Source: an optimization exercise on an open RTL-to-GDS flow (aim: small area, a short achievable clock period and few clock cycles per item). Production flows keep margins and buffers that such runs may drop. Only simulation tests tie the RTL to the original design; equivalence was not proved. No activity file was given, so power comes from the tool's default toggle rates.

==> design/flow/run.sh <==
#!/bin/bash
# synth_recipe.tcl (not shown) runs the flow's synth.tcl, then flattens the netlist and writes it again
# the make line also repeats each setting of config.mk as NAME=value (left out here)
make -C /OpenROAD-flow-scripts/flow DESIGN_CONFIG=/design/flow/config.mk WORK_HOME=/design/flow/orfs CLKGATE_MAP_FILE= SYNTH_SCRIPT=/design/flow/synth_recipe.tcl finish
==> design/flow/config.mk <==
export PLATFORM = sky130hd
export DESIGN_NAME = chard_unit_coder
export DESIGN_NICKNAME = chard_unit_coder
export VERILOG_FILES = /design/flow/design.v
export SDC_FILE = /design/flow/constraint.sdc
export NUM_CORES = 4
export LEC_CHECK = 0
export ABC_AREA = 1
export CAP_MARGIN = 20
export CELL_PAD_IN_SITES_DETAIL_PLACEMENT = 2
export CELL_PAD_IN_SITES_GLOBAL_PLACEMENT = 4
export CORE_MARGIN = 2
export CORE_UTILIZATION = 30
export SLEW_MARGIN = 20
==> design/flow/constraint.sdc <==
create_clock -name core_clock -period 24.0 [get_ports {clk}]
set_input_delay 4.8000 -clock core_clock [delete_from_list [all_inputs] [get_ports {clk}]]
set_output_delay 4.8000 -clock core_clock [all_outputs]
set_load 0.01 [all_outputs]
==> design/flow/design.v <==
module chard_chain (
    input  wire [11:0] a,           
    input  wire [11:0] b,           
    input  wire [11:0] c,           
    input  wire [11:0] x,           
    input  wire [13:0] bcf,         
    input  wire [13:0] e3,          
    input  wire        fl,          
    input  wire [5:0]  h,           
    input  wire [5:0]  m,           
    input  wire        qnz,         
    input  wire [3:0]  qk,          
    input  wire        d12,         
    output wire [11:0] recon,       
    output wire [12:0] v            
);
    wire        [12:0] z   = {1'b0, x} + {7'd0, h};
    wire signed [13:0] zm  = $signed({2'b00, x}) - $signed({8'd0, h});
    wire               cb  = c >= b;
    wire               xb  = x < b;
    wire gt_ab = a > b;
    wire gt_ac = a > c;
    wire gt_ax = a > x;
    wire gt_ae = $signed({2'b00, a}) > $signed(e3);
    wire sel_m = !fl && (cb ? gt_ac : !gt_ac);
    wire sel_b = !fl && !sel_m && (cb ? gt_ab : !gt_ab);
    wire neg   = sel_m ? gt_ae : sel_b ? xb : gt_ax;    
    wire [13:0] pm  = {2'b00, a} + bcf;                  
    wire [11:0] pred = sel_m ? pm[11:0] : sel_b ? b : a;
    wire [5:0]  plo = pred[5:0] & m;
    wire [5:0] zlo = z[5:0] & m;
    wire       bor = {1'b0, zlo} < ({1'b0, plo} + {6'd0, neg & qnz});
    wire [12:0] zhi  = z & ~{7'd0, m};
    wire [13:0] zmhi = zm & ~{8'd0, m};
    wire        z_ovf  = d12 ? z[12] : (z[12] | z[11] | z[10]);
    wire        zm_neg = zm[13];
    wire [11:0] maxv = d12 ? 12'd4095 : 12'd1023;
    assign recon = bor ? (zm_neg ? 12'd0 : (zmhi[11:0] | {6'd0, plo}))
                       : (z_ovf ? maxv : (zhi[11:0] | {6'd0, plo}));
    wire signed [13:0] t = $signed({1'b0, z}) - $signed({2'b00, pred}) - $signed({13'd0, neg & qnz});
    wire signed [14:0] w = {t & ~{8'd0, m}, 1'b0};
    wire signed [14:0] ws = w >>> qk;
    assign v = ws[12:0] ^ {13{t[13]}};
endmodule
module chard_unit_coder (
    input  wire         clk,
    input  wire         rst,
    input  wire         start,
    input  wire [1:0]   mode,         
    input  wire         d12,          
    input  wire         first_line,   
    input  wire         first_unit,   
    input  wire [3:0]   sp,           
    input  wire [15:0]  allow,        
    input  wire [11:0]  left,         
    input  wire [11:0]  above_left,   
    input  wire [383:0] above,        
    input  wire [383:0] samples,      
    output reg          done,
    output reg  [3:0]   hdr,
    output reg          lvl,
    output reg  [15:0]  size,
    output reg  [3:0]   sp_next,
    output wire [383:0] recon
);
    localparam N  = 2;              
    localparam B  = 32 / N;         
    localparam JW = 5;              
    localparam S_IDLE = 2'd0,       
               S_RUN  = 2'd1,       
               S_EXD  = 2'd2,       
               S_FBD  = 2'd3;       
    wire exact = (mode == 2'd0);
    reg [2:0] q_max, fb_bits1, fb_bits2;
    always @(*) begin
        case ({d12, mode})
            3'b001:  begin q_max = 3'd2; fb_bits1 = 3'd4; fb_bits2 = 3'd4; end
            3'b010:  begin q_max = 3'd3; fb_bits1 = 3'd3; fb_bits2 = 3'd3; end
            3'b011:  begin q_max = 3'd4; fb_bits1 = 3'd2; fb_bits2 = 3'd2; end
            3'b101:  begin q_max = 3'd4; fb_bits1 = 3'd6; fb_bits2 = 3'd4; end
            3'b110:  begin q_max = 3'd5; fb_bits1 = 3'd5; fb_bits2 = 3'd3; end
            3'b111:  begin q_max = 3'd6; fb_bits1 = 3'd4; fb_bits2 = 3'd2; end
            default: begin q_max = 3'd0; fb_bits1 = 3'd0; fb_bits2 = 3'd0; end
        endcase
    end
    function [18:0] pinfo(input [1:0] p, input [2:0] qm, input [3:0] spv, input d);
        reg [3:0] qi;
        reg [2:0] q;
        integer kd, kt, km, k0, o;
        reg [3:0] um;
        reg [7:0] kdo;
        begin
            qi = {1'b0, qm} + {2'b00, p};
            q  = (qi >= 4'd3) ? qi[2:0] - 3'd3 : 3'd0;
            km = (d ? 13 : 11) - q;
            k0 = 0;
            um = 4'd0;
            kdo = 8'd0;
            for (kd = 3; kd >= 0; kd = kd - 1) begin
                kt = spv - q - 1 + kd;
                if (kt < 0)  kt = 0;
                if (kt > km) kt = km;
                if (kd == 0) k0 = kt;
            end
            for (kd = 3; kd >= 0; kd = kd - 1) begin
                kt = spv - q - 1 + kd;
                if (kt < 0)  kt = 0;
                if (kt > km) kt = km;
                o = kt - k0;
                if (!(p == 2'd3 && kd == 3)) begin
                    um[o[1:0]] = 1'b1;
                    kdo[2*o[1:0] +: 2] = kd;
                end
            end
            pinfo = {q, k0[3:0], um, kdo};
        end
    endfunction
    function [6:0] qk0of(input [1:0] p, input [2:0] qm, input [3:0] spv, input d);
        reg [3:0] qi;
        reg [2:0] q;
        reg [5:0] s;
        reg [3:0] km, k0;
        begin
            qi = {1'b0, qm} + {2'b00, p};
            q  = (qi >= 4'd3) ? qi[2:0] - 3'd3 : 3'd0;
            km = (d ? 4'd13 : 4'd11) - {1'b0, q};
            s  = {2'b00, spv} - {3'b000, q} - 6'd1;
            k0 = s[5] ? 4'd0 : (s[4:0] > {1'b0, km}) ? km : s[3:0];
            qk0of = {q, k0};
        end
    endfunction
    wire [3:0] viable;
    wire [27:0] qk0;                
    wire [83:0] lpv;                
    genvar pp;
    generate
        for (pp = 0; pp < 4; pp = pp + 1) begin : cand
            wire [2:0] cq  = exact ? 3'd0 : qk0[7*pp+4 +: 3];
            wire [3:0] ck0 = exact ? 4'd0 : qk0[7*pp +: 4];
            wire [4:0] k1  = {1'b0, qk0[7*pp +: 4]} + 5'd1;
            assign qk0[7*pp +: 7] = qk0of(pp, q_max, sp, d12);
            assign viable[pp] = ({6'd0, k1} < allow[15:5] ||
                                 ({6'd0, k1} == allow[15:5] && allow[4:2] != 3'd0)) &&
                                (pp == 0 || {1'b0, q_max} + pp >= 4);
            assign lpv[21*pp +: 21] = {(cq == 3'd0) ? 6'd0 : (6'd1 << (cq - 3'd1)),
                                       ~(6'h3F << cq), (cq != 3'd0),
                                       {1'b0, cq} + ck0, ck0};
        end
    endgenerate
    function [2:0] nextof(input [1:0] p, input [3:0] vm);
        reg [3:0] nv;
        begin
            nv = vm & ((p == 2'd0) ? 4'b1110 : (p == 2'd1) ? 4'b1100 :
                       (p == 2'd2) ? 4'b1000 : 4'b0000);
            nextof = {|nv, nv[1] ? 2'd1 : nv[2] ? 2'd2 : 2'd3};
        end
    endfunction
    reg [1:0]    st;
    reg [1:0]    p;                 
    reg [JW-1:0] j;                 
    reg [3:0]    kx;                
    reg          ex_r, d12_r, fl_r;
    reg [2:0]    qm_r;
    reg [3:0]    sp_r;
    reg [12*N-1:0] xpf, bpf;        
    reg [11:0]   c0;                
    reg [11:0]   prev;              
    reg [14*N-1:0] bcfr, e3r;       
    reg [17:0]   S0, S1, S2, S3;    
    reg [13*N-1:0] vr;              
    reg          fa;                
    reg [15:0]   allow_r;
    reg [41:0]   C;                 
    reg [383:0]  sr;                
    reg [12*N-1:0] srd;             
    reg [9:0]    eb_size;           
    reg [3:0]    eb_k;
    reg [5:0]    lp_h, lp_m;
    reg          lp_qnz;
    reg [3:0]    lp_qk;
    reg [3:0]    lp_kb;             
    reg [3:0]    dp_qk;             
    reg [3:0]    dp_um;             
    reg [7:0]    dp_kd;             
    reg [3:0]    vm_r;              
    wire chk = (j == B[JW-1:0] + 1'b1);    
    wire [2:0] nx = nextof(p, vm_r);
    wire       dp_hn = nx[2];       
    wire [1:0] dp_pn = nx[1:0];     
    wire [20:0] lq_v = (st != S_RUN) ? lpv[20:0] : lpv[21*dp_pn +: 21];
    wire [1:0]  dq = p;
    wire [18:0] dq_i  = pinfo(dq, qm_r, sp_r, d12_r);
    wire [11:0] half = d12 ? 12'd2048 : 12'd512;
    wire [11:0] b0   = above[11:0];
    wire [11:0] a_init = first_unit ? (first_line ? half : b0) : left;
    wire [11:0] c_init = first_unit ? b0 : above_left;
    wire [12*N-1:0] rec;
    wire [13*N-1:0] vv;
    genvar l;
    generate
        for (l = 0; l < N; l = l + 1) begin : lane
            wire [11:0] a_in = (l == 0) ? prev : rec[12*(l-1) +: 12];
            wire [11:0] c_in = (l == 0) ? c0 : bpf[12*(l-1) +: 12];
            wire [13:0] bcf_in = bcfr[14*l +: 14];
            wire [13:0] e3_in  = e3r[14*l +: 14];
            chard_chain u_step (
                .a     (a_in),
                .b     (bpf[12*l +: 12]),
                .c     (c_in),
                .x     (xpf[12*l +: 12]),
                .bcf   (bcf_in),
                .e3    (e3_in),
                .fl    (fl_r),
                .h     (lp_h),
                .m     (lp_m),
                .qnz   (lp_qnz),
                .qk    (lp_qk),
                .d12   (d12_r),
                .recon (rec[12*l +: 12]),
                .v     (vv[13*l +: 13])
            );
        end
    endgenerate
    reg [17:0] vs0, vs1, vs2, vs3;
    reg [20:0] vcnt;                
    integer li, bi;
    always @(*) begin
        vs0 = 18'd0; vs1 = 18'd0; vs2 = 18'd0; vs3 = 18'd0;
        vcnt = 21'd0;
        for (li = 0; li < N; li = li + 1) begin
            vs0 = vs0 + {5'd0, vr[13*li +: 13]};
            vs1 = vs1 + {6'd0, vr[13*li+1 +: 12]};
            vs2 = vs2 + {7'd0, vr[13*li+2 +: 11]};
            vs3 = vs3 + {8'd0, vr[13*li+3 +: 10]};
            for (bi = 3; bi < 10; bi = bi + 1)
                vcnt[3*(bi-3) +: 3] = vcnt[3*(bi-3) +: 3] + {2'd0, vr[13*li + bi]};
        end
    end
    wire [3:0]  um  = ex_r ? 4'b1111 : dp_um;
    wire        o0 = S0 > {2'd0, allow_r};
    wire        o1 = S1 > {2'd0, allow_r};
    wire        o2 = S2 > {2'd0, allow_r};
    wire        o3 = S3 > {2'd0, allow_r};
    wire        fits = (um[0] & !o0) | (um[1] & !o1) | (um[2] & !o2) | (um[3] & !o3);
    wire [17:0] s0 = S0;
    wire [17:0] s1 = um[1] ? S1 : 18'h3FFFF;
    wire [17:0] s2 = um[2] ? S2 : 18'h3FFFF;
    wire [17:0] s3 = um[3] ? S3 : 18'h3FFFF;
    wire        w01 = s1 < s0;
    wire        w23 = s3 < s2;
    wire [17:0] m01 = w01 ? s1 : s0;
    wire [17:0] m23 = w23 ? s3 : s2;
    wire        wf  = m23 < m01;
    wire [17:0] best_sz = wf ? m23 : m01;
    wire [1:0]  best_o  = wf ? {1'b1, w23} : {1'b0, w01};
    wire [9:0]  b_sat  = (best_sz > 18'd1023) ? 10'd1023 : best_sz[9:0];
    wire [9:0]  k_sat  = (S3 > 18'd1023) ? 10'd1023 : S3[9:0];
    wire        k_take = k_sat < eb_size;
    wire [9:0]  e_size = k_take ? k_sat : eb_size;
    wire [3:0]  e_k    = k_take ? kx : eb_k;
    wire [9:0]  raw_size = d12_r ? 10'd388 : 10'd324;
    wire        e_raw  = (e_size >= raw_size);
    wire [3:0]  dmax   = d12_r ? 4'd10 : 4'd8;   
    wire [3:0]  kd3    = (st == S_EXD) ? kx : 4'd3;
    wire [9:0]  d_op   = {1'b0, kd3, 5'd0} + 10'd100 - {4'd0, C[5:0]};
    wire        ex_dv  = ex_r && (chk || st == S_EXD);
    wire [15:0] fb1_size = 16'd4 + {15'd0, d12} + {8'd0, fb_bits1, 5'd0};
    wire [15:0] fb2_size = 16'd4 + {15'd0, d12} + {8'd0, fb_bits2, 5'd0};
    wire        use_deep_c = d12 && (fb1_size > allow);
    wire [2:0]  dec_fb   = use_deep_c ? fb_bits2 : fb_bits1;
    wire [3:0]  fb_s     = (d12 ? 4'd12 : 4'd10) - {1'b0, dec_fb};
    reg         use_deep;
    reg  [8:0]  fb_size;
    reg  [11:0] fb_keep, fb_half;
    wire running = (st == S_RUN);
    wire fr_ok   = running && chk && !ex_r && fits;
    wire fr_fail = running && !ex_r && ((j >= 2) ? !fits : (j == 0) && !vm_r[p]);
    wire fb_done = fr_fail && !dp_hn;
    wire ex_done = (st == S_EXD) && (kx == dmax);
    always @(*) begin
        done    = fr_ok || fb_done || ex_done;
        hdr     = 4'hF;
        lvl     = 1'b0;
        size    = {7'd0, fb_size};
        sp_next = sp;
        if (fr_ok) begin
            hdr     = {p, dp_kd[2*best_o +: 2]};
            size    = best_sz[15:0];
            sp_next = dp_qk + {2'd0, best_o};
        end else if (ex_r) begin
            hdr  = e_raw ? 4'hF : e_k;
            size = e_raw ? {6'd0, raw_size} : {6'd0, e_size};
        end else
            lvl  = use_deep;
    end
    wire [11:0] fb_km = fb_keep & {12{!fr_ok}};
    wire [11:0] fb_hm = fb_half & {12{!fr_ok}};
    genvar si;
    generate
        for (si = 0; si < 32; si = si + 1) begin : rsel
            assign recon[12*si +: 12] = (sr[12*si +: 12] & {12{fr_ok}})
                                      | (samples[12*si +: 12] & fb_km) | fb_hm;
        end
    endgenerate
    reg  [JW-1:0] jn;
    always @(*) begin
        if (st != S_RUN || fr_fail || j >= B - 1)
            jn = 0;
        else
            jn = j + 1'b1;
    end
    wire load_lp = (st == S_IDLE) || fr_fail;
    wire load_dp = running && (j == 0);
    wire first   = fa;
    wire [17:0] kb32 = {9'd0, lp_kb, 5'd0} + 18'd36;
    wire [B-1:0] jh = {{(B-1){1'b0}}, 1'b1} << jn[JW-2:0];
    reg  [12*N-1:0] xn, bn;
    integer bj;
    always @(*) begin
        xn = {12*N{1'b0}};
        bn = {12*N{1'b0}};
        for (bj = 0; bj < B; bj = bj + 1) begin
            xn = xn | (samples[12*N*bj +: 12*N] & {12*N{jh[bj]}});
            bn = bn | (above[12*N*bj +: 12*N] & {12*N{jh[bj]}});
        end
    end
    wire [12*N-1:0] cn = {bn[12*N-13:0], (jn == 0) ? c_init : bpf[12*(N-1) +: 12]};
    integer pi;
    reg [18:0] s3n;
    always @(posedge clk) begin
        for (pi = 0; pi < N; pi = pi + 1) begin
            xpf[12*pi +: 12] <= xn[12*pi +: 12];
            bpf[12*pi +: 12] <= bn[12*pi +: 12];
            bcfr[14*pi +: 14] <= {2'b00, bn[12*pi +: 12]} - {2'b00, cn[12*pi +: 12]};
            e3r[14*pi +: 14]  <= {2'b00, xn[12*pi +: 12]} - {2'b00, bn[12*pi +: 12]} + {2'b00, cn[12*pi +: 12]};
        end
        if (jn == 0) begin
            prev <= a_init;
            c0   <= c_init;
        end else begin
            prev <= rec[12*(N-1) +: 12];
            c0   <= bpf[12*(N-1) +: 12];
        end
        srd <= rec;
        sr <= {srd, sr[383:12*N]};
        vr <= vv;
        fa <= running && (j == 0);
        if (st == S_IDLE) begin
            ex_r  <= exact;
            d12_r <= d12;
            fl_r  <= first_line;
            qm_r  <= q_max;
            sp_r  <= sp;
            allow_r  <= allow;
            use_deep <= use_deep_c;
            fb_size  <= use_deep_c ? fb2_size[8:0] : fb1_size[8:0];
            fb_keep  <= exact ? 12'hFFF : (12'hFFF << fb_s);
            fb_half  <= exact ? 12'h000 : (12'd1 << (fb_s - 4'd1));
        end
        if (load_lp) begin
            {lp_h, lp_m, lp_qnz, lp_qk, lp_kb} <= lq_v;
        end
        if (load_dp) begin
            dp_qk  <= {1'b0, dq_i[18:16]} + dq_i[15:12];
            dp_um  <= dq_i[11:8];
            dp_kd  <= dq_i[7:0];
        end
        S0 <= (first ? kb32 : S0) + vs0;
        S1 <= (first ? kb32 + 18'd32 : S1) + vs1;
        S2 <= (first ? kb32 + 18'd64 : S2) + vs2;
        s3n = {1'b0, ex_dv ? S3 : first ? kb32 + 18'd96 : S3} + (ex_dv ? {9'd0, d_op} : {1'b0, vs3});
        S3 <= ex_dv ? s3n[18:1] : s3n[17:0];
        if (ex_dv)
            C <= {6'd0, C[41:6]};
        else if (first) begin
            for (pi = 0; pi < 7; pi = pi + 1)
                C[6*pi +: 6] <= {3'd0, vcnt[3*pi +: 3]};
        end else begin
            for (pi = 0; pi < 7; pi = pi + 1)
                C[6*pi +: 6] <= C[6*pi +: 6] + {3'd0, vcnt[3*pi +: 3]};
        end
        if (rst) begin
            st <= S_IDLE;
            j  <= 0;
            p  <= 2'd0;
        end else begin
            case (st)
                S_IDLE: begin
                    j <= 0;
                    p <= 2'd0;
                    vm_r <= viable;
                    if (start)
                        st <= S_RUN;
                end
                S_RUN: begin
                    if (chk && ex_r) begin
                        eb_size <= b_sat;
                        eb_k    <= {2'd0, best_o};
                        kx <= 4'd4;
                        st <= S_EXD;
                    end else if (fr_ok)
                        st <= S_IDLE;
                    else if (fr_fail) begin
                        if (dp_hn) begin
                            p <= dp_pn;
                            j <= 0;
                        end else
                            st <= S_IDLE;
                    end else
                        j <= j + 1'b1;
                end
                S_EXD: begin
                    eb_size <= e_size;
                    eb_k    <= e_k;
                    kx <= kx + 4'd1;
                    if (kx == dmax)
                        st <= S_IDLE;
                end
                default: st <= S_IDLE;
            endcase
        end
    end
endmodule
==> summary.md, run 1 <==
| Metric | Value |
|---|---|
| Status | `no timing/DRC/antenna violations` |
| Rel. slew slack | `0.1152` |
| Die Wd | `447.1 um` |
| CP Launch Type | `flop` |
| Yosys cell types | `77` |
| Vias in the first global route | `70780` |
| Nets | `11070` |
| Core Rows | `162` |
| Crit path time final | `12700 ps` |
| Skew-Pair Late Insertion Delay | `830 ps` |
| CP endpoint kind | `output pin` |
| Count leader, synth | `nand2_1` |
| TritonRoute pass-1 iters | `6` |
| Seq/Total Area, Yosys | `0.2874` |
| DRT antenna net count | `0` |
| Arr. time, crit path | `7900 ps` |
| Post-Place Cells | `12000` |
| Global route overflow | `0` |
| Post-layout power | `12.67 mW` |
| Initial DRC Count | `6723` |
| Wire length on met2 | `198.0 mm` |
| Vias | `70120` |
| Fillers | `22950` |
| Worst ir drop on vdd | `0.1150 mV` |
| Number of remaining DRC errors | `0` |
| Chip height | `447.1 um` |
| DR WL/cell | `36.99 um` |
| Setup WS pre-CTS | `11350 ps` |
| Post-detail-place hpwl | `385.9 mm` |
| First-pass GRT wire length | `603.8 mm` |
| CTS tree | `done` |
| Area Growth Syn to Fin | `32.81%` |
| Synth top area cells | `dfxtp_1 23%, nand2_1 15%, ha_1 14%` |
| # setup viols final | `0` |
| Post-synth ARST share | `0` |
| Area share of the largest cell type after synthesis | `0.2318` |
| Final wirelength | `459.2 mm` |
| Netlist Area Pre-Place | `58890 um^2` |
| Core area | `195000 um^2` |
| Wl on met1 | `162.1 mm` |
| Hold Vio Cnt, Final | `0` |
| Total negative slack | `0 ps` |
| FF+latch area | `16930 um^2` |
| Largest net degree at the start of global routing | `149` |
| DR vias/cell | `5.647` |
| Clock Skew | `87.29 ps` |
| Syn Nets | `9940` |
| Worst Path Max Fanout | `34` |
| Pins Over Slew Limit | `0` |
| Pleak | `36.48 nW` |
| Final Non-Filler Cells | `12420` |
| Dpl cell area | `73980 um^2` |
| Starting Density | `0.3020` |
| Power Density | `162.0 nW/um^2` |
| Critical path required time | `19200 ps` |
| Yosys top cell by area | `dfxtp_1` |
| Post-route setup slack | `11300 ps` |
| Die footprint | `199900 um^2` |
| Setup repair bufs after CTS | `0` |
| Tot GR Track Use | `0.4454` |
| Dominant synthesized flop cell | `dfxtp_1` |
| Final Cell Area | `78210 um^2` |
| Gpl congestion | `1.324` |
| HP Class | `flop to flop` |
| Max Fclk | `78.75 MHz` |
| H-tree lvl count | `3` |
| Synth warn | `1` |
| RSZ-0062 raised after global routing | `no` |
| Met3 routed WL | `47.51 mm` |
| Fin crit share | `0.5291` |
| Seq cells post-synth | `791` |
| Synthesized instance count | `8361` |
| I/O Buffers | `1229` |
| Crit Path Category | `flop to output pin` |
| Post-synth EDFFs | `109` |
| Max_cap viols | `0` |
| Hold_buf cts | `0` |
| Post-synth top cells | `2288 x nand2_1, 1046 x inv_1, 682 x dfxtp_1` |
| Share of post-route cells with drive strength above 1 | `0.04814` |
| CTS Buf Count | `105` |
| Clock-pin slew on the worst setup and hold paths | `60 ps` |
| Slew @ Worst Pin | `1323 ps` |
| Clk sinks | `791` |
| Initial antenna violation count | `250` |
| Final Util | `0.4011` |
| Multi-input gate area | `36690 um^2` |
| Worst-case clock buffer depth | `3` |
| Post-CTS Resized | `0` |
| Synth Area per Inst | `7.043 um^2` |
| Top Metal Used | `met5` |
| CTS root buf | `clkbuf_16` |
| Reg-to-reg setup timing slack | `12140 ps` |
| Ports | `1230` |
| Minimum hold slack | `312.6 ps` |
## worst max-delay path: stages (launching register included)
cell and delay [ps]:
edfxtp_1 370, buf_4 270, nor2_1 130, inv_1 410, nand2_1 160, ha_1 360
a21oi_1 160, nor2_1 60, nor3_1 130, o221ai_1 170, nand2_1 90, nand3_1 220
inv_1 740, o21ai_0 250, ha_1 370, a21oi_1 180, o21a_1 140, o221ai_1 150
a221oi_1 310, nand2_1 340, o21ai_0 500, ha_1 260, inv_1 60, fa_1 370
xor2_1 150, o21ai_0 170, clkdlybuf4s50_1 600
## where the power goes
| group | leakage [nW] | total, mW | internal [mW] | switching (mW) |
|---|---|---|---|---|
| registers | 6.82 | 2.50 | 2.01 | 0.483 |
| logic | 27.9 | 8.47 | 2.90 | 5.57 |
| clock network | 1.80 | 1.71 | 0.976 | 0.730 |
| total | 36.5 | 12.7 | 5.89 | 6.78 |
## metal layers
metal  track usage  up-vias
li1              -    30020
met1        0.4673    35360
met2        0.6662     3507
met3        0.1840     1171
met4        0.4322       60
met5       0.01734        -
## registers in the layout (all words and copies together), names as in the netlist, 16 cells and up
| register | cells |
|---|---|
| S0 | 18 |
| S1 | 18 |
| allow_r | 16 |
| bpf | 24 |
| S2 | 18 |
| C | 42 |
| xpf | 24 |
| bcfr | 24 |
| vr | 26 |
| e3r | 28 |
| srd | 24 |
| sr | 384 |
| S3 | 18 |
## area by class of cell
cell class	instances	share of cell area
repair buffers	1318	0.1661
diodes	215	0.006879
multi-input cells	6178	0.4691
inverters	1095	0.05283
clock buffers	148	0.03943
clock inverters	47	0.007279
well taps	2624	0.04198
flip-flops and latches	791	0.2164
## cells in the final DEF (no fill, tap or decap), drive strengths merged, types with 6 or more instances in the layout
cell type and instances:
a221oi 26, o211ai 43, o21a 12, a21o 16, nor2 589, o2111ai 10
xnor2 60, buf 89, a211oi 42, o21bai 28, and2 20, xor2 174
o311ai 7, clkinv 49, a21oi 434, bufinv 7, nand3b 6, a31oi 16
clkdlybuf4s50 1228, o31ai 14, a22o 137, o32ai 10, dfxtp 682, ha 681
nand2 2312, clkbuf 149, o22ai 36, or2 30, nand3 679, edfxtp 109
o21ai 462, nor4 16, nand4 110, fa 78, inv 1082, diode 215
o221ai 25, nor3 70
## final timing paths
kind | from | to | cells past startpoint
max | ex_r$_DFFE_PP_ | sp_next[2] | 26
min | sr[99]$_DFF_P_ | sr[75]$_DFF_P_ | 0
max reg2reg | bpf[8]$_DFF_P_ | vr[20]$_DFF_P_ | 64
min reg2reg | sr[99]$_DFF_P_ | sr[75]$_DFF_P_ | 0
## kinds of logic after synthesis
group	count (synthesis)	share of synthesized area
AND/OR/NAND/NOR	3836	0.2753
buffers and inverters	1392	0.09187
AO/OA/AOI/OAI	1345	0.1388
flip-flops	791	0.2874
adder cells (fa/ha/maj)	759	0.1712
XOR/XNOR	234	0.03480
multiplexers	3	0.0005100
other	1	0.00006368
Testbench counts, summed over its fixed seeds: cycles 202,003, units 8,192.
==> run 2, diff against run 1 <==
==> design/flow/flow/run.sh (new file) <==
#!/bin/bash
# The standard layout, with each port buffered by the platform's smallest
# buffer (sky130_fd_sc_hd__buf_1) instead of the delay buffer buffer_ports
# picks by default. Everything else is the standard.sh unchanged.
set -euo pipefail
export BUFFER_PORTS_ARGS="-buffer_cell sky130_fd_sc_hd__buf_1"
bash standard.sh > standard_flow.log 2>&1
==> design/flow/standard.sh (new file) <==
#!/bin/bash
# synth_recipe.tcl (not shown) runs the flow's synth.tcl, then flattens the netlist and writes it again
# the make line also repeats each setting of config.mk as NAME=value (left out here)
make -C /OpenROAD-flow-scripts/flow DESIGN_CONFIG=/design/flow/config.mk WORK_HOME=/design/flow/orfs CLKGATE_MAP_FILE= SYNTH_SCRIPT=/design/flow/synth_recipe.tcl "${@:-finish}"
removed: design/flow/run.sh
==> run 2 against run 1 <==
Compared with the run above: worst hold slack improved by 12 ps; critical path depth fell by 1; cell count rose by 0.23%; still clean; synthesized cell count did not move; utilization fell by 3.8 points; largest cell class unchanged; wire length rose by 1.7%; register-to-register slack improved by 100 ps; area after synthesis did not move; highest routed layer unchanged.
==> summary.md, run 2 <==
| Metric | Value |
|---|---|
| Seq/Total Area, Yosys | `0.2874` |
| DRT antenna net count | `0` |
| Pins Over Slew Limit | `0` |
| Dominant synthesized flop cell | `dfxtp_1` |
| Crit Path Category | `flop to output pin` |
| Largest register by flop count | `sr` |
| Terminus of the critical flop-to-flop path | `vr[17]$_DFF_P_` |
| Worst r2r path cells | `66` |
| HP Class | `flop to flop` |
| Syn Nets | `9940` |
| Pleak | `33.23 nW` |
| H-tree lvl count | `3` |
| Setup repair bufs after CTS | `0` |
| Critical path required time | `19200 ps` |
| Vias in the first global route | `70940` |
| Worst Path Max Fanout | `34` |
| CP peak stage delay | `790 ps` |
| Tot GR Track Use | `0.4520` |
| Final wirelength | `466.9 mm` |
| Hold_buf cts | `0` |
| Synthesized instance count | `8361` |
| Core area | `195000 um^2` |
| Reg-to-Reg Start | `prev[6]$_DFF_P_` |
| Number of remaining DRC errors | `0` |
| CTS Buf Count | `102` |
| Gpl congestion | `1.106` |
| Netlist Area Pre-Place | `58890 um^2` |
| Area share of the largest cell type after synthesis | `0.2318` |
| CTS root buf | `clkbuf_16` |
| Clock Skew | `77.07 ps` |
| Yosys cell types | `77` |
| Most common cell after layout, fill and taps aside | `nand2_1` |
| DR vias/cell | `5.631` |
| Clk sinks | `791` |
| Post-synth ARST share | `0` |
| HP Start | `sr[305]$_DFF_P_` |
| Rel. slew slack | `0.1582` |
| Die footprint | `199900 um^2` |
| Hold Vio Cnt, Final | `0` |
| Hold path endpoint | `sr[281]$_DFF_P_` |
| Worst Hold Path Cells | `0` |
| Crit path time final | `12630 ps` |
| CP Launch Type | `flop` |
| Area Growth Syn to Fin | `20.13%` |
| Skew-Pair Late Insertion Delay | `810 ps` |
| Status | `no timing/DRC/antenna violations` |
| Starting Density | `0.3020` |
| Final Util | `0.3628` |
| Synth Area per Inst | `7.043 um^2` |
| Fillers | `23750` |
| Worst ir drop on vdd | `0.1189 mV` |
| Max reg flops | `384` |
| Max Fclk | `79.17 MHz` |
| TritonRoute pass-1 iters | `5` |
| Post-CTS Resized | `0` |
| Count leader, synth | `nand2_1` |
| Share of post-route cells with drive strength above 1 | `0.04948` |
| Biggest regs | `sr x384, C x42, e3r x28` |
| Arr. time, crit path | `7830 ps` |
| I/O Buffers | `1229` |
| Yosys top cell by area | `dfxtp_1` |
| RSZ-0062 raised after global routing | `no` |
| Global route overflow | `0` |
| CTS tree | `done` |
| Chip height | `447.1 um` |
| Post-synth EDFFs | `109` |
| Die Wd | `447.1 um` |
| Power Density | `176.7 nW/um^2` |
| Most frequent cells in the layout | `2283 x nand2_1, 1225 x buf_1, 1044 x inv_1` |
| Worst-case clock buffer depth | `3` |
| # setup viols final | `0` |
| Vias | `70080` |
| Nets | `11070` |
| Core Rows | `162` |
| Post-detail-place hpwl | `393.7 mm` |
| DR WL/cell | `37.52 um` |
| First-pass GRT wire length | `612.0 mm` |
| Synth warn | `1` |
| Ports | `1230` |
| CP endpoint kind | `output pin` |
| Initial DRC Count | `6950` |
| CP max stage cell | `edfxtp_1` |
| Initial antenna violation count | `249` |
| Max_cap viols | `0` |
| Fin crit share | `0.5263` |
| Total negative slack | `0 ps` |
| Clock-pin slew on the worst setup and hold paths | `70 ps` |
| Reg-to-reg setup timing slack | `12240 ps` |
| Slew @ Worst Pin | `1259 ps` |
| Synth top area cells | `dfxtp_1 23%, nand2_1 15%, ha_1 14%` |
| Largest net degree at the start of global routing | `166` |
| Post-synth top cells | `2288 x nand2_1, 1046 x inv_1, 682 x dfxtp_1` |
| Seq cells post-synth | `791` |
==> run 2: critical path: cells and delay by family, from the launching register on <==
| kind | cells | cell delay (ps) |
|---|---|---|
| DFF | 1 | 790 |
| xor gates and xnor gates | 1 | 150 |
| adders and majority gates | 4 | 1340 |
| buffers and inverters | 4 | 1470 |
| AOI/OAI and AO/OA | 9 | 2050 |
| and+or+nand+nor | 7 | 1230 |
==> run 2: cell type report <==
type                            instances  area [um^2]  share of cell area
Inverter                             1095         4129             0.05837
Multi-Input combinational cell       6178        36690              0.5186
Tap cell                             2624         3283             0.04641
Antenna cell                          242        605.6            0.008561
Sequential cell                       791        16930              0.2393
Clock inverter                         60        877.1             0.01240
Timing Repair Buffer                 1324         5361             0.07579
Clock buffer                          131         2873             0.04061
==> run 2: kinds of logic (layout without fill, tap and decap cells) <==
group | count (synthesis) | after routing | synth area share
AO/OA/AOI/OAI | 1345 | 1345 | 0.1388
XOR/XNOR | 234 | 234 | 0.03480
adder cells (fa/ha/maj) | 759 | 759 | 0.1712
buffers and inverters | 1392 | 2610 | 0.09187
flip-flops | 791 | 791 | 0.2874
multiplexers | 3 | 3 | 0.0005100
other | 1 | 243 | 0.00006368
AND/OR/NAND/NOR | 3836 | 3836 | 0.2753
==> run 2: power by group <==
group | total [mW] | internal [mW] | switching (mW)
clock network | 1.76 | 1.02 | 0.736
registers | 2.52 | 2.01 | 0.511
logic | 8.21 | 2.66 | 5.56
total | 12.5 | 5.70 | 6.80
==> run 2: routing by layer <==
metal / vias up / routed length, um / track usage / share of wire
met5: - / 419 / 0 / 0.00090
met4: 62 / 49910 / 0.4508 / 0.11
met3: 1136 / 48750 / 0.1827 / 0.10
met2: 3506 / 203500 / 0.6754 / 0.44
met1: 35330 / 164300 / 0.4743 / 0.35
li1: 30050 / - / - / -
==> run 2: through the flow <==
step | power [mW] | hold slack, ps | area, um^2 | setup slack [ps] | std cells
2_1_floorplan | 7.645 | 309.6 | 58890 | 13740 | 8361
3_3_place_gp | 10.17 | 318.4 | 66340 | 11990 | 12010
3_5_place_dp | 10.56 | 315.4 | 66340 | 11670 | 12010
4_1_cts | 12.40 | 311.5 | 70090 | 11350 | 12200
5_1_grt | 13.53 | 324.9 | 70560 | 10690 | 12370
6_report | 12.50 | 324.8 | 70740 | 11370 | 12450
==> run 2: how the worst max path moves through the flow <==
stage,start,endpoint,slack (ps),cells past startpoint
floorplan,d12,vm_r[0]$_DFFE_PP_,13740,33
global placement,d12,vm_r[0]$_DFFE_PP_,11990,35
detailed placement,d12,vm_r[0]$_DFFE_PP_,11670,34
CTS,ex_r$_DFFE_PP_,sp_next[2],11350,25
global route,ex_r$_DFFE_PP_,sp_next[2],10690,23
finish,ex_r$_DFFE_PP_,sp_next[2],11370,25
==> run 3, diff against run 2 <==
--- a/design/flow/design.v
+++ b/design/flow/design.v
@@ -115,6 +115,18 @@
             pinfo = {q, k0[3:0], um, kdo};
         end
     endfunction
+    function [3:0] qkof(input [1:0] p, input [2:0] qm, input [3:0] spv, input d);
+        reg [3:0] qi;
+        reg [2:0] q;
+        reg [5:0] s;
+        begin
+            qi = {1'b0, qm} + {2'b00, p};
+            q  = (qi >= 4'd3) ? qi[2:0] - 3'd3 : 3'd0;
+            s  = {2'b00, spv} - 6'd1;
+            qkof = (s[5] || s[4:0] < {2'b00, q}) ? {1'b0, q} :
+                   (s[4:0] > (d ? 5'd13 : 5'd11)) ? (d ? 4'd13 : 4'd11) : s[3:0];
+        end
+    endfunction
     function [6:0] qk0of(input [1:0] p, input [2:0] qm, input [3:0] spv, input d);
         reg [3:0] qi;
         reg [2:0] q;
@@ -123,9 +135,10 @@
         begin
             qi = {1'b0, qm} + {2'b00, p};
             q  = (qi >= 4'd3) ? qi[2:0] - 3'd3 : 3'd0;
-            km = (d ? 4'd13 : 4'd11) - {1'b0, q};
-            s  = {2'b00, spv} - {3'b000, q} - 6'd1;
-            k0 = s[5] ? 4'd0 : (s[4:0] > {1'b0, km}) ? km : s[3:0];
+            s  = {2'b00, spv} - 6'd1;
+            km = (s[5] || s[4:0] < {2'b00, q}) ? {1'b0, q} :
+                 (s[4:0] > (d ? 5'd13 : 5'd11)) ? (d ? 4'd13 : 4'd11) : s[3:0];
+            k0 = km - {1'b0, q};
             qk0of = {q, k0};
         end
     endfunction
@@ -144,7 +157,7 @@
                                 (pp == 0 || {1'b0, q_max} + pp >= 4);
             assign lpv[21*pp +: 21] = {(cq == 3'd0) ? 6'd0 : (6'd1 << (cq - 3'd1)),
                                        ~(6'h3F << cq), (cq != 3'd0),
-                                       {1'b0, cq} + ck0, ck0};
+                                       exact ? 4'd0 : qkof(pp, q_max, sp, d12), ck0};
         end
     endgenerate
     function [2:0] nextof(input [1:0] p, input [3:0] vm);
@@ -165,7 +178,7 @@
     reg [12*N-1:0] xpf, bpf;        
     reg [11:0]   c0;                
     reg [11:0]   prev;              
-    reg [14*N-1:0] bcfr, e3r;       
+    reg [13:0]   bcfr, e3r;         
     reg [17:0]   S0, S1, S2, S3;    
     reg [13*N-1:0] vr;              
     reg          fa;                
@@ -201,8 +214,9 @@
         for (l = 0; l < N; l = l + 1) begin : lane
             wire [11:0] a_in = (l == 0) ? prev : rec[12*(l-1) +: 12];
             wire [11:0] c_in = (l == 0) ? c0 : bpf[12*(l-1) +: 12];
-            wire [13:0] bcf_in = bcfr[14*l +: 14];
-            wire [13:0] e3_in  = e3r[14*l +: 14];
+            wire [13:0] bcf_c  = {2'b00, bpf[12*l +: 12]} - {2'b00, c_in};
+            wire [13:0] bcf_in = (l == 0) ? bcfr : bcf_c;
+            wire [13:0] e3_in  = (l == 0) ? e3r : {2'b00, xpf[12*l +: 12]} - bcf_c;
             chard_chain u_step (
                 .a     (a_in),
                 .b     (bpf[12*l +: 12]),
@@ -282,7 +296,7 @@
         hdr     = 4'hF;
         lvl     = 1'b0;
         size    = {7'd0, fb_size};
-        sp_next = sp;
+        sp_next = sp_r;
         if (fr_ok) begin
             hdr     = {p, dp_kd[2*best_o +: 2]};
             size    = best_sz[15:0];
@@ -331,8 +345,6 @@
         for (pi = 0; pi < N; pi = pi + 1) begin
             xpf[12*pi +: 12] <= xn[12*pi +: 12];
             bpf[12*pi +: 12] <= bn[12*pi +: 12];
-            bcfr[14*pi +: 14] <= {2'b00, bn[12*pi +: 12]} - {2'b00, cn[12*pi +: 12]};
-            e3r[14*pi +: 14]  <= {2'b00, xn[12*pi +: 12]} - {2'b00, bn[12*pi +: 12]} + {2'b00, cn[12*pi +: 12]};
         end
         if (jn == 0) begin
             prev <= a_init;
@@ -342,6 +354,8 @@
             c0   <= bpf[12*(N-1) +: 12];
         end
         srd <= rec;
+        bcfr <= {2'b00, bn[11:0]} - {2'b00, cn[11:0]};
+        e3r  <= {2'b00, xn[11:0]} - {2'b00, bn[11:0]} + {2'b00, cn[11:0]};
         sr <= {srd, sr[383:12*N]};
         vr <= vv;
         fa <= running && (j == 0);
==> design/flow/flow/run.sh (replaced) <==
#!/bin/bash
# The standard layout (standard.sh), with two changes in how it is made:
# - every port gets a buffer as usual, but the buffer is sky130_fd_sc_hd__buf_1,
#   the platform's smallest, instead of the delay buffer buffer_ports picks;
# - repair_timing aims for 13 ns of setup slack instead of 0, so it keeps
#   working on the critical paths although they already meet the 24 ns clock.
# The clock period, the SDC, the synthesis and all other steps are unchanged.
# standard.sh's whole output goes to standard_flow.log; ORFS keeps each step's
# log under orfs/logs.
set -euo pipefail
export BUFFER_PORTS_ARGS="-buffer_cell sky130_fd_sc_hd__buf_1"
bash standard.sh SETUP_SLACK_MARGIN=13 finish > standard_flow.log 2>&1
==> run 3 against run 2 <==
Compared with the run above: worst setup slack better by 1600 ps; cell count decreased by 1.8%; worst hold slack worse by 16 ps; design area is 2.5% lower; combinational power rose by 15%; sequential share of layout area is 0.13 points lower; register-to-register slack improved by 1400 ps; die area shrank 4.6%; critical path depth down 21; clock skew shrank 12 ps; count of clock-buffer cells in the layout up 22; sequential power down 3%; largest power group unchanged.
==> summary.md, run 3 <==
| Metric | Value |
|---|---|
| Area share of the largest cell type after synthesis | `0.2338` |
| Power Density | `195.6 nW/um^2` |
| Worst r2r path cells | `57` |
| Dominant synthesized flop cell | `dfxtp_1` |
| I/O Buffers | `1229` |
| DRT antenna net count | `0` |
| Syn Nets | `9736` |
| Crit path time final | `11020 ps` |
| Starting Density | `0.3026` |
| Die footprint | `190700 um^2` |
| Post-synth top cells | `2675 x nand2_1, 922 x inv_1, 656 x dfxtp_1` |
| Critical path required time | `19200 ps` |
| HP Class | `flop to flop` |
| Die Wd | `436.7 um` |
| Seq cells post-synth | `765` |
| Gpl congestion | `1.107` |
| Mux cell area share after synthesis | `0.001782` |
| Hold_buf cts | `0` |
| Skew-Pair Late Insertion Delay | `820 ps` |
| Fin crit share | `0.4591` |
| Post-Synth Adder-Cell Area | `0.1644` |
| Largest net degree at the start of global routing | `99` |
| Final wirelength | `450.4 mm` |
| Status | `no timing/DRC/antenna violations` |
| Post-Place Cells | `11730` |
| Post-synth EDFFs | `109` |
| Vias | `68710` |
| Terminus of the critical flop-to-flop path | `vr[14]$_DFF_P_` |
| Synth warn | `1` |
| Reg-to-reg setup timing slack | `13630 ps` |
| RSZ-0062 raised after global routing | `yes` |
| Nets | `10940` |
| Max_cap viols | `0` |
| DR vias/cell | `5.623` |
| Count leader, synth | `nand2_1` |
| Most frequent cells in the layout | `2655 x nand2_1, 1225 x buf_1, 890 x inv_1` |
| Reg-to-Reg Start | `prev[3]$_DFF_P_` |
| # setup viols final | `0` |
| Synth Area per Inst | `6.832 um^2` |
| Hold Vio Cnt, Final | `0` |
| Area Growth Syn to Fin | `22.80%` |
| Worst ir drop on vdd | `0.1357 mV` |
| Tot GR Track Use | `0.4495` |
| Share of post-route cells with drive strength above 1 | `0.05983` |
| CP endpoint kind | `output pin` |
| Setup WS pre-CTS | `11900 ps` |
| Clock-pin slew on the worst setup and hold paths | `60 ps` |
| H-tree lvl count | `3` |
| Final Non-Filler Cells | `12220` |
| Largest family of logic cells by synthesized area | `simple AND/OR/NAND/NOR gates` |
| Core area | `185600 um^2` |
| Post-route setup slack | `12980 ps` |
| Yosys top cell by area | `dfxtp_1` |
| Max Fclk | `90.75 MHz` |
| Most common cell after layout, fill and taps aside | `nand2_1` |
| Pins Over Slew Limit | `0` |
| Number of remaining DRC errors | `0` |
| Clk sinks | `765` |
| Vias in the first global route | `68950` |
| Worst Path Max Fanout | `2` |
| Initial DRC Count | `6793` |
| First-pass GRT wire length | `588.2 mm` |
| DR WL/cell | `36.87 um` |
| Synth Area in Compound Gates | `0.1097` |
| Netlist Area Pre-Place | `56170 um^2` |
| Chip height | `436.7 um` |
| CTS root buf | `clkbuf_16` |
| Synth top area cells | `dfxtp_1 23%, nand2_1 18%, ha_1 14%` |
| Slew @ Worst Pin | `1254 ps` |
| Worst-case clock buffer depth | `3` |
| Yosys cell types | `66` |
| Clock Skew | `65.03 ps` |
| Core Rows | `158` |
| Largest register by flop count | `sr` |
| Arr. time, crit path | `6220 ps` |
| Ports | `1230` |
| Biggest regs | `sr x384, C x42, vr x26` |
| XOR/XNOR share of the synthesized area | `0.03446` |
| Max reg flops | `384` |
| Initial antenna violation count | `229` |
| Simple-gate portion of the synthesized area | `0.3131` |
| CTS tree | `done` |
| HP Start | `sr[233]$_DFF_P_` |
| Post-synth ARST share | `0` |
| Post-detail-place hpwl | `377.6 mm` |
| Worst Hold Path Cells | `0` |
| Synthesized instance count | `8221` |
| Pleak | `31.85 nW` |
| Seq/Total Area, Yosys | `0.2921` |
| Total negative slack | `0 ps` |
| Hold path endpoint | `sr[209]$_DFF_P_` |
| Rel. slew slack | `0.1641` |
| Fillers | `22620` |
| Global route overflow | `0` |
| CP Launch Type | `primary input` |
| TritonRoute pass-1 iters | `7` |
| Crit Path Category | `primary input to output pin` |
| CTS Buf Count | `102` |
-- run 3: cell count changes after synthesis, moves of 58 or more --
cell,change
inv_1,-124
ha_1,-58
nand4_1,+91
a22o_1,-129
a21oi_1,-64
nand2_1,+387
-- run 3: kinds of logic (layout without fill, tap and decap cells) --
kind of cell	Yosys count	after routing
XOR/XNOR	221	221
AND/OR/NAND/NOR	4219	4223
other	0	227
adder cells (fa/ha/maj)	695	695
AO/OA/AOI/OAI	1071	1071
multiplexers	10	10
buffers and inverters	1240	2526
flip-flops	765	765
-- run 3: routing by layer --
| metal | up-vias | GRT usage | wire (um) |
|---|---|---|---|
| li1 | 29540 | - | - |
| met1 | 34530 | 0.5034 | 167600 |
| met2 | 3563 | 0.6484 | 186600 |
| met3 | 996 | 0.1900 | 49570 |
| met4 | 78 | 0.4008 | 45480 |
| met5 | - | 0 | 1187 |
-- run 3: worst max-delay path by stage --
stage	from	end	slack [ps]	cells past startpoint
2_1_floorplan	ex_r$_DFFE_PP_	sp_next[2]	13730	30
3_3_place_gp	d12	vm_r[3]$_DFFE_PP_	12020	27
3_5_place_dp	ex_r$_DFFE_PP_	sp_next[2]	11900	25
4_1_cts	ex_r$_DFFE_PP_	sp_next[2]	13030	27
5_1_grt	ex_r$_DFFE_PP_	sp_next[1]	12810	29
6_report	samples[374]	recon[374]	12980	4
-- run 3: cell type report --
type,instances,area (um^2),share of cell area
Multi-Input combinational cell,6220,35720,0.5178
Sequential cell,765,16420,0.2380
Timing Repair Buffer,1388,6072,0.08803
Inverter,946,3633,0.05268
Tap cell,2480,3103,0.04499
Clock buffer,153,2948,0.04274
Antenna cell,227,568.0,0.008236
Clock inverter,38,509.2,0.007383
Timing Repair inverter,1,7.507,0.0001088
-- run 3: power breakdown --
part	leakage [nW]	total (mW)	switching [mW]	internal, mW
Clock	1.66	1.63	0.704	0.921
Sequential	6.60	2.45	0.486	1.97
Combinational	23.6	9.41	6.19	3.22
Total	31.8	13.5	7.39	6.11
-- run 3: per-stage QoR --
stage	cell area (um^2)	total power, mW	utilization	hold WS, ps
floorplan	56170	7.966	-	309.6
global placement	63570	10.72	0.3424	315.1
detailed placement	63570	11.09	0.3424	316.0
CTS	67590	13.04	0.3641	311.2
global route	68690	14.56	0.3700	314.7
finish	68970	13.49	0.3716	309.1
-- run 3: timing repair --
action                                  CTS  global route
endpoints found under the setup margin  267            75
setup buffers                            27            33
resized for setup                        70           137
pin swaps                                12            28
gates cloned                              6             7
-- run 3: critical path, stage by stage --
cell and delay, ps:
buf_1 560, nand2_1 220, nand3_1 260, buf_1 380
Testbench counts of run 3, summed over its fixed seeds: cycles 202,003, units 8,192.
==> run 4, diff against run 3 <==
--- a/design/flow/design.v
+++ b/design/flow/design.v
@@ -144,7 +144,7 @@
     endfunction
     wire [3:0] viable;
     wire [27:0] qk0;                
-    wire [83:0] lpv;                
+    wire [43:0] lpv;                
     genvar pp;
     generate
         for (pp = 0; pp < 4; pp = pp + 1) begin : cand
@@ -155,9 +155,7 @@
             assign viable[pp] = ({6'd0, k1} < allow[15:5] ||
                                  ({6'd0, k1} == allow[15:5] && allow[4:2] != 3'd0)) &&
                                 (pp == 0 || {1'b0, q_max} + pp >= 4);
-            assign lpv[21*pp +: 21] = {(cq == 3'd0) ? 6'd0 : (6'd1 << (cq - 3'd1)),
-                                       ~(6'h3F << cq), (cq != 3'd0),
-                                       exact ? 4'd0 : qkof(pp, q_max, sp, d12), ck0};
+            assign lpv[11*pp +: 11] = {cq, exact ? 4'd0 : qkof(pp, q_max, sp, d12), ck0};
         end
     endgenerate
     function [2:0] nextof(input [1:0] p, input [3:0] vm);
@@ -188,8 +186,10 @@
     reg [12*N-1:0] srd;             
     reg [9:0]    eb_size;           
     reg [3:0]    eb_k;
-    reg [5:0]    lp_h, lp_m;
-    reg          lp_qnz;
+    reg [2:0]    lp_q;
+    wire [5:0]   lp_h   = (lp_q == 3'd0) ? 6'd0 : (6'd1 << (lp_q - 3'd1));
+    wire [5:0]   lp_m   = ~(6'h3F << lp_q);
+    wire         lp_qnz = (lp_q != 3'd0);
     reg [3:0]    lp_qk;
     reg [3:0]    lp_kb;             
     reg [3:0]    dp_qk;             
@@ -200,7 +200,7 @@
     wire [2:0] nx = nextof(p, vm_r);
     wire       dp_hn = nx[2];       
     wire [1:0] dp_pn = nx[1:0];     
-    wire [20:0] lq_v = (st != S_RUN) ? lpv[20:0] : lpv[21*dp_pn +: 21];
+    wire [10:0] lq_v = (st != S_RUN) ? lpv[10:0] : lpv[11*dp_pn +: 11];
     wire [1:0]  dq = p;
     wire [18:0] dq_i  = pinfo(dq, qm_r, sp_r, d12_r);
     wire [11:0] half = d12 ? 12'd2048 : 12'd512;
@@ -260,13 +260,13 @@
     wire [17:0] s1 = um[1] ? S1 : 18'h3FFFF;
     wire [17:0] s2 = um[2] ? S2 : 18'h3FFFF;
     wire [17:0] s3 = um[3] ? S3 : 18'h3FFFF;
-    wire        w01 = s1 < s0;
-    wire        w23 = s3 < s2;
-    wire [17:0] m01 = w01 ? s1 : s0;
-    wire [17:0] m23 = w23 ? s3 : s2;
-    wire        wf  = m23 < m01;
-    wire [17:0] best_sz = wf ? m23 : m01;
-    wire [1:0]  best_o  = wf ? {1'b1, w23} : {1'b0, w01};
+    wire        c01 = s1 < s0, c02 = s2 < s0, c03 = s3 < s0;
+    wire        c12 = s2 < s1, c13 = s3 < s1, c23 = s3 < s2;
+    wire [3:0]  win = {c03 & c13 & c23, c02 & c12 & !c23,
+                       c01 & !c12 & !c13, !c01 & !c02 & !c03};
+    wire [17:0] best_sz = ({18{win[0]}} & s0) | ({18{win[1]}} & s1) |
+                          ({18{win[2]}} & s2) | ({18{win[3]}} & s3);
+    wire [1:0]  best_o  = {win[2] | win[3], win[1] | win[3]};
     wire [9:0]  b_sat  = (best_sz > 18'd1023) ? 10'd1023 : best_sz[9:0];
     wire [9:0]  k_sat  = (S3 > 18'd1023) ? 10'd1023 : S3[9:0];
     wire        k_take = k_sat < eb_size;
@@ -284,8 +284,11 @@
     wire [2:0]  dec_fb   = use_deep_c ? fb_bits2 : fb_bits1;
     wire [3:0]  fb_s     = (d12 ? 4'd12 : 4'd10) - {1'b0, dec_fb};
     reg         use_deep;
-    reg  [8:0]  fb_size;
-    reg  [11:0] fb_keep, fb_half;
+    reg  [3:0]  fb_s_r;             
+    wire [3:0]  fb_b     = (d12_r ? 4'd12 : 4'd10) - fb_s_r;     
+    wire [8:0]  fb_size  = 9'd4 + {8'd0, d12_r} + {fb_b, 5'd0};
+    wire [11:0] fb_keep  = ex_r ? 12'hFFF : (12'hFFF << fb_s_r);
+    wire [11:0] fb_half  = ex_r ? 12'h000 : (12'd1 << (fb_s_r - 4'd1));
     wire running = (st == S_RUN);
     wire fr_ok   = running && chk && !ex_r && fits;
     wire fr_fail = running && !ex_r && ((j >= 2) ? !fits : (j == 0) && !vm_r[p]);
@@ -300,7 +303,8 @@
         if (fr_ok) begin
             hdr     = {p, dp_kd[2*best_o +: 2]};
             size    = best_sz[15:0];
-            sp_next = dp_qk + {2'd0, best_o};
+            sp_next = ({4{win[0]}} & dp_qk) | ({4{win[1]}} & (dp_qk + 4'd1)) |
+                      ({4{win[2]}} & (dp_qk + 4'd2)) | ({4{win[3]}} & (dp_qk + 4'd3));
         end else if (ex_r) begin
             hdr  = e_raw ? 4'hF : e_k;
             size = e_raw ? {6'd0, raw_size} : {6'd0, e_size};
@@ -367,12 +371,10 @@
             sp_r  <= sp;
             allow_r  <= allow;
             use_deep <= use_deep_c;
-            fb_size  <= use_deep_c ? fb2_size[8:0] : fb1_size[8:0];
-            fb_keep  <= exact ? 12'hFFF : (12'hFFF << fb_s);
-            fb_half  <= exact ? 12'h000 : (12'd1 << (fb_s - 4'd1));
+            fb_s_r   <= fb_s;
         end
         if (load_lp) begin
-            {lp_h, lp_m, lp_qnz, lp_qk, lp_kb} <= lq_v;
+            {lp_q, lp_qk, lp_kb} <= lq_v;
         end
         if (load_dp) begin
             dp_qk  <= {1'b0, dq_i[18:16]} + dq_i[15:12];
==> run 4 against run 3 <==
Compared with the run above: critical endpoint is now recon[70]; largest power group unchanged; worst setup slack got worse by 110 ps; total power decreased by 10%; global-route usage increased by 1.3 points; area after synthesis increased by 0.84%; sequential power decreased by 2%.
==> summary.md, run 4 <==
| Metric | Value |
|---|---|
| Comb power frac | `0.674` |
| CP Launch Type | `primary input` |
| Nets | `11060` |
| Rel. slew slack | `0.2301` |
| Max reg flops | `384` |
| CP endpoint kind | `output pin` |
| DR WL/cell | `37.94 um` |
| Pins Over Slew Limit | `0` |
| Critical path required time | `19200 ps` |
| Final wirelength | `464.8 mm` |
| Pleak | `32.30 nW` |
| Area Growth Syn to Fin | `20.95%` |
| Synth Area per Inst | `6.827 um^2` |
| Hold Vio Cnt, Final | `0` |
| Number of remaining DRC errors | `0` |
| Max_cap viols | `0` |
| Most frequent cells in the layout | `2428 x nand2_1, 1228 x buf_1, 1037 x inv_1` |
| DR vias/cell | `5.746` |
| Initial DRC Count | `6879` |
| Worst-case clock buffer depth | `3` |
| # setup viols final | `0` |
| Initial antenna violation count | `176` |
| Syn Nets | `9869` |
| TritonRoute pass-1 iters | `7` |
| Global route overflow | `0` |
| Largest net degree at the start of global routing | `96` |
| Yosys cell types | `76` |
| Tot GR Track Use | `0.4630` |
| Area share of the largest cell type after synthesis | `0.2319` |
| Biggest regs | `sr x384, C x42, vr x26` |
| Multi-input gate area | `36290 um^2` |
| Core Rows | `159` |
| Setup crit start | `samples[70]` |
| Reg-to-Reg Start | `bpf[7]$_DFF_P_` |
| Netlist Area Pre-Place | `56640 um^2` |
| Core area | `187600 um^2` |
| Dominant synthesized flop cell | `dfxtp_1` |
| FF+latch area | `15460 um^2` |
| Post-synth ARST share | `0` |
| Seq cells post-synth | `733` |
| Dpl cell area | `64190 um^2` |
| Share of post-route cells with drive strength above 1 | `0.05010` |
| Die Wd | `438.5 um` |
| Clock-pin slew on the worst setup and hold paths | `60 ps` |
| I/O Buffers | `1229` |
| Post-synth EDFFs | `77` |
| Vias in the first global route | `71250` |
| CTS tree | `done` |
| Clock Power Share | `0.129` |
| Hold_buf cts | `0` |
| Crit path time final | `11130 ps` |
| Worst Path Max Fanout | `2` |
| Crit Path Category | `primary input to output pin` |
| First-pass GRT wire length | `606.4 mm` |
| Vias | `70390` |
| Total negative slack | `0 ps` |
| H-tree lvl count | `3` |
| Fin crit share | `0.4636` |
| CTS root buf | `clkbuf_16` |
| Synth top area cells | `dfxtp_1 23%, nand2_1 16%, ha_1 15%` |
| Sw Pwr | `6.682 mW` |
| Largest register by flop count | `sr` |
| Seq/Total Area, Yosys | `0.2727` |
| Post-synth top cells | `2429 x nand2_1, 1056 x inv_1, 681 x ha_1` |
| Slew @ Worst Pin | `1155 ps` |
| Worst ir drop on vdd | `0.1257 mV` |
| Switching Fraction | `0.5523` |
| Die footprint | `192300 um^2` |
| Chip height | `438.5 um` |
| Most common cell after layout, fill and taps aside | `nand2_1` |
| Status | `no timing/DRC/antenna violations` |
| Int Power | `5.416 mW` |
| Starting Density | `0.3019` |
| Post-detail-place hpwl | `394.0 mm` |
| Gpl congestion | `1.113` |
| Synthesized instance count | `8296` |
| Arr. time, crit path | `6330 ps` |
| Fillers | `22920` |
| HP Start | `sr[354]$_DFF_P_` |
| Seq pwr share | `0.197` |
| Final Cell Area | `68500 um^2` |
| Skew-Pair Late Insertion Delay | `800 ps` |
| Synth warn | `1` |
| Count leader, synth | `nand2_1` |
| HP Class | `flop to flop` |
| CTS Buf Count | `96` |
| DRT antenna net count | `0` |
| Power Density | `176.6 nW/um^2` |
| Clock Skew | `66.35 ps` |
| Clk sinks | `733` |
| Max Fclk | `89.87 MHz` |
| RSZ-0062 raised after global routing | `yes` |
| Ports | `1230` |
| Yosys top cell by area | `dfxtp_1` |
[run 4: kinds of logic after synthesis]
group,Yosys count,share of synthesized area
AOI/OAI and AO/OA,1219,0.1286
adders and majority gates,753,0.1759
DFF,733,0.2727
buffers and inverters,1369,0.09263
and+or+nand+nor,4004,0.2962
xor gates and xnor gates,208,0.03217
muxes,10,0.001767
[run 4: final cells by class]
class                   count  share of cell area
well taps                2495             0.04557
clock inverters            44            0.007416
flip-flops and latches    733              0.2256
inverters                1094             0.06095
diodes                    195            0.007123
repair buffers           1363             0.08279
multi-input cells        6195              0.5298
clock buffers             132             0.04075
[run 4: routing by layer]
layer / global-route usage / vias to the layer above / wire length, um / share of wire
met3: 0.1595 / 1115 / 47860 / 0.10
met5: 0 / - / 577 / 0.0012
li1: - / 29850 / - / -
met2: 0.7059 / 3829 / 200600 / 0.43
met4: 0.4545 / 34 / 52640 / 0.11
met1: 0.4947 / 35560 / 163100 / 0.35
[run 4: stage by stage]
stage                     hold WS (ps)  total power [mW]  std cells  utilization  worst slack, ps
after floorplan                  309.6             7.282       8296            -            14120
after global placement           333.1             9.786      11850       0.3421            11830
after detailed placement         336.1             10.17      11850       0.3422            12010
after CTS                        332.6             11.86      12040       0.3612            13010
after global routing             336.5             13.01      12160       0.3639            12940
final                            332.4             12.10      12250       0.3652            12870
[run 4: repair_timing]
item                                   CTS  global route
pin swaps                                4             3
setup endpoints to repair              321           125
gates resized for setup                 47            45
endpoints found under the hold margin    0             0
gates cloned                             1             0
buffers inserted                        17            15
[run 4: power groups by stage]
| stage | Combinational, mW | Clock [mW] | Sequential, mW |
|---|---|---|---|
| 2_1_floorplan | 5.19 | 0 | 2.09 |
| 3_3_place_gp | 7.43 | 0 | 2.36 |
| 3_5_place_dp | 7.80 | 0 | 2.37 |
| 4_1_cts | 7.94 | 1.56 | 2.36 |
| 5_1_grt | 8.99 | 1.61 | 2.41 |
| 6_report | 8.15 | 1.56 | 2.39 |
[run 4: worst max-delay path: stages]
cell	delay, ps
buf_1	710
nand2_1	210
nand3_1	120
buf_1	460
[run 4: path summary, 6_finish.rpt]
kind,endpoint,slack (ps),depth (start not counted)
worst max-delay path,recon[70],12870,4
worst min-delay path,sr[330]$_DFF_P_,330,0
worst max register to register,vr[16]$_DFF_P_,13690,70
worst min register to register,sr[330]$_DFF_P_,330,0
Testbench counts of run 4, summed over its fixed seeds: cycles 202,003, units 8,192.
==> run 5, diff against run 4 <==
--- a/design/flow/design.v
+++ b/design/flow/design.v
@@ -293,7 +293,8 @@
     wire fr_ok   = running && chk && !ex_r && fits;
     wire fr_fail = running && !ex_r && ((j >= 2) ? !fits : (j == 0) && !vm_r[p]);
     wire fb_done = fr_fail && !dp_hn;
-    wire ex_done = (st == S_EXD) && (kx == dmax);
+    wire ex_small = (S3 <= {9'd0, kx, 5'd0} + 18'd68);
+    wire ex_done = (st == S_EXD) && (kx == dmax || ex_small);
     always @(*) begin
         done    = fr_ok || fb_done || ex_done;
         hdr     = 4'hF;
@@ -429,7 +430,7 @@
                     eb_size <= e_size;
                     eb_k    <= e_k;
                     kx <= kx + 4'd1;
-                    if (kx == dmax)
+                    if (ex_done)
                         st <= S_IDLE;
                 end
                 default: st <= S_IDLE;
==> run 5 against run 4 <==
Compared with the run above: still clean on timing, DRC and antenna; worst setup slack gained 57 ps; sequential share of layout area about the same; total power is 6.6% higher; clock skew is 33 ps lower; worst hold slack lost 1.8 ps; global-route usage shrank 1.4 points; die area up 0.33%; first-iteration DRC count is 1.0% lower; largest cell class unchanged.
==> summary.md, run 5 <==
| Metric | Value |
|---|---|
| Worst ir drop on vdd | `0.1293 mV` |
| DR vias/cell | `5.686` |
| Biggest regs | `sr x384, C x42, vr x26` |
| I/O Buffers | `1229` |
| Final Non-Filler Cells | `12170` |
| Die Wd | `439.2 um` |
| Seq/Total Area, Yosys | `0.2718` |
| CTS root buf | `clkbuf_16` |
| Post-synth ARST share | `0` |
| Pins Over Slew Limit | `0` |
| Status | `no timing/DRC/antenna violations` |
| Vias | `69200` |
| Yosys cell types | `74` |
| Worst-case clock buffer depth | `3` |
| Post-synth EDFFs | `77` |
| Arr. time, crit path | `6270 ps` |
| RSZ-0062 raised after global routing | `yes` |
| Post-layout power | `12.89 mW` |
| Most common cell after layout, fill and taps aside | `nand2_1` |
| TritonRoute pass-1 iters | `8` |
| Crit Path Category | `primary input to output pin` |
| Dominant synthesized flop cell | `dfxtp_1` |
| Largest register by flop count | `sr` |
| Syn Nets | `9868` |
| Starting Density | `0.3023` |
| Post-Place Cells | `11840` |
| Chip height | `439.2 um` |
| CP endpoint kind | `output pin` |
| Power Density | `187.9 nW/um^2` |
| Netlist Area Pre-Place | `56820 um^2` |
| Post-synth top cells | `2418 x nand2_1, 1062 x inv_1, 683 x ha_1` |
| Gpl congestion | `1.099` |
| Seq cells post-synth | `733` |
| Rel. slew slack | `0.1930` |
| Synth Area per Inst | `6.852 um^2` |
| Final wirelength | `449.1 mm` |
| Hold Vio Cnt, Final | `0` |
| Synth warn | `1` |
| Max reg flops | `384` |
| Clock-pin slew on the worst setup and hold paths | `60 ps` |
| Synth top area cells | `dfxtp_1 23%, nand2_1 16%, ha_1 15%` |
| Clk sinks | `733` |
| Core Rows | `159` |
| Most frequent cells in the layout | `2416 x nand2_1, 1227 x buf_1, 1039 x inv_1` |
| Worst Path Max Fanout | `2` |
| Total negative slack | `0 ps` |
| First-pass GRT wire length | `594.3 mm` |
| Crit path time final | `11070 ps` |
| Minimum hold slack | `330.6 ps` |
| Critical path required time | `19200 ps` |
| Count leader, synth | `nand2_1` |
| Ports | `1230` |
| Skew-Pair Late Insertion Delay | `790 ps` |
| Vias in the first global route | `70390` |
| Tot GR Track Use | `0.4493` |
| DRT antenna net count | `0` |
| Fin crit share | `0.4613` |
| Initial DRC Count | `6808` |
| Share of post-route cells with drive strength above 1 | `0.05366` |
| CTS tree | `done` |
| Area share of the largest cell type after synthesis | `0.2311` |
| HP Class | `flop to flop` |
| Nets | `11060` |
| Post-detail-place hpwl | `380.4 mm` |
| CTS Buf Count | `94` |
| DR WL/cell | `36.90 um` |
| CP Launch Type | `primary input` |
| Max_cap viols | `0` |
| Yosys top cell by area | `dfxtp_1` |
| Largest net degree at the start of global routing | `93` |
| Core area | `188000 um^2` |
| Synthesized instance count | `8293` |
| Slew @ Worst Pin | `1210 ps` |
| Pleak | `32.22 nW` |
| Area Growth Syn to Fin | `20.77%` |
| Initial antenna violation count | `147` |
| Fillers | `23080` |
| Global route overflow | `0` |
| Clock Skew | `32.88 ps` |
| Max Fclk | `90.33 MHz` |
| H-tree lvl count | `3` |
| # setup viols final | `0` |
| Number of remaining DRC errors | `0` |
| Die footprint | `192900 um^2` |
run 5: changes by cell type in the layout (fill, tap and decap cells not counted), moves of 15 or more:
| cell | before | now |
|---|---|---|
| diode_2 | 195 | 115 |
| nand3_1 | 647 | 615 |
| nand2_2 | 8 | 29 |
| o211ai_1 | 127 | 143 |
| a22o_1 | 17 | 32 |
| o22ai_1 | 66 | 51 |
run 5: path summary, 6_finish.rpt:
check	start	end	slack [ps]	depth (start not counted)
min reg2reg	srd[0]$_DFF_P_	sr[360]$_DFF_P_	330	0
max reg2reg	prev[4]$_DFF_P_	vr[13]$_DFF_P_	13460	65
min	srd[0]$_DFF_P_	sr[360]$_DFF_P_	330	0
max	samples[208]	recon[208]	12930	4
run 5: critical path, cell delays in order:
cell,delay (ps)
buf_1,780
nand2_1,170
nand3_1,140
buf_1,360
run 5: routing by layer:
| metal | part of all wire | vias to the layer above | track usage | routed length (um) |
|---|---|---|---|---|
| met4 | 0.091 | 60 | 0.3443 | 40970 |
| met1 | 0.38 | 34900 | 0.5144 | 171000 |
| li1 | - | 29760 | - | - |
| met2 | 0.41 | 3503 | 0.6545 | 185600 |
| met5 | 0.0013 | - | 0.01092 | 591 |
| met3 | 0.11 | 984 | 0.1955 | 50940 |
run 5: kinds of logic after synthesis:
family | count (synthesis) | synth area share
simple gates | 3984 | 0.2957
buf+inv | 1375 | 0.09336
compound gates | 1223 | 0.1289
fa+ha+maj | 755 | 0.1758
flops | 733 | 0.2718
xor+xnor | 219 | 0.03375
mux | 4 | 0.0007046
run 5: per-stage QoR:
stage | instance area, um^2 | util | setup slack, ps
CTS | 67890 | 0.3611 | 13000
floorplan | 56820 | - | 14120
finish | 68630 | 0.3650 | 12930
global placement | 64330 | 0.3422 | 12010
detailed placement | 64390 | 0.3425 | 12410
global route | 68530 | 0.3645 | 12810
run 5: area by class of cell:
cell class              count  area, um^2  share of cell area
diodes                    115       287.8            0.004193
clock buffers             131        2714             0.03955
clock inverters            42       626.9            0.009134
inverters                1098        4193             0.06110
multi-input cells        6189       36440              0.5309
flip-flops and latches    733       15460              0.2253
well taps                2495        3122             0.04549
repair buffers           1367        5778             0.08420
repair inverters            1       7.507           0.0001094
run 5: report_power, final:
part	internal (mW)	leakage, nW	switching [mW]
Sequential	1.89	6.27	0.531
Combinational	2.90	24.3	5.99
Clock	0.905	1.64	0.676
Total	5.70	32.2	7.20
run 5: what timing repair did:
| item | 4_1_cts | 5_1_grt |
|---|---|---|
| setup endpoints to repair | 305 | 164 |
| endpoints found under the hold margin | 0 | 0 |
| hold buffers | 0 | 0 |
| buffers inserted | 7 | 31 |
| resized for setup | 31 | 64 |
| cloned | 4 | 1 |
| pin swaps | 1 | 5 |
Testbench counts of run 5, summed over its fixed seeds: cycles 193,887, units 8,192.

==> re-timing with driven ports <==
How much do the figures lean on ideal ports? The routed layouts below were timed once more, with nothing changed but the port constraints. Step 1 (the two cells are an assumption about what drives the block):
set clk [get_ports {clk}]
set_driving_cell -lib_cell sky130_fd_sc_hd__clkbuf_16 $clk
set_driving_cell -lib_cell sky130_fd_sc_hd__buf_2 [delete_from_list [all_inputs] $clk]
Step 2 also shifts input and output timing later by t, the mid clock arrival at the registers, as if the neighbouring blocks saw the same clock. Three values: no drivers, after step 1, after step 2; two values: the first two.
run	shift t [ns]	setup slack, ns	worst setup path at the end	slew at the worst register clock pin (ns)	pins driven straight from the clock port
run 1	0.892	11.301 / 11.196 / 11.063	input to register	0.07 / 0.07	1
run 2	0.880	11.370 / 11.261 / 11.475	input to register	0.07 / 0.07	1
run 3	0.889	12.980 / 12.925 / 12.442	input to register	0.07 / 0.07	1
run 4	0.883	12.873 / 12.844 / 12.567	input to register	0.07 / 0.07	1
run 5	0.885	12.930 / 12.810 / 12.762	input to register	0.07 / 0.07	1
After both steps setup and hold are still met in every run listed. For run 3, which loses most, drivers alone change the setup slack by -0.055 ns; drivers and shift together by -0.538 ns.
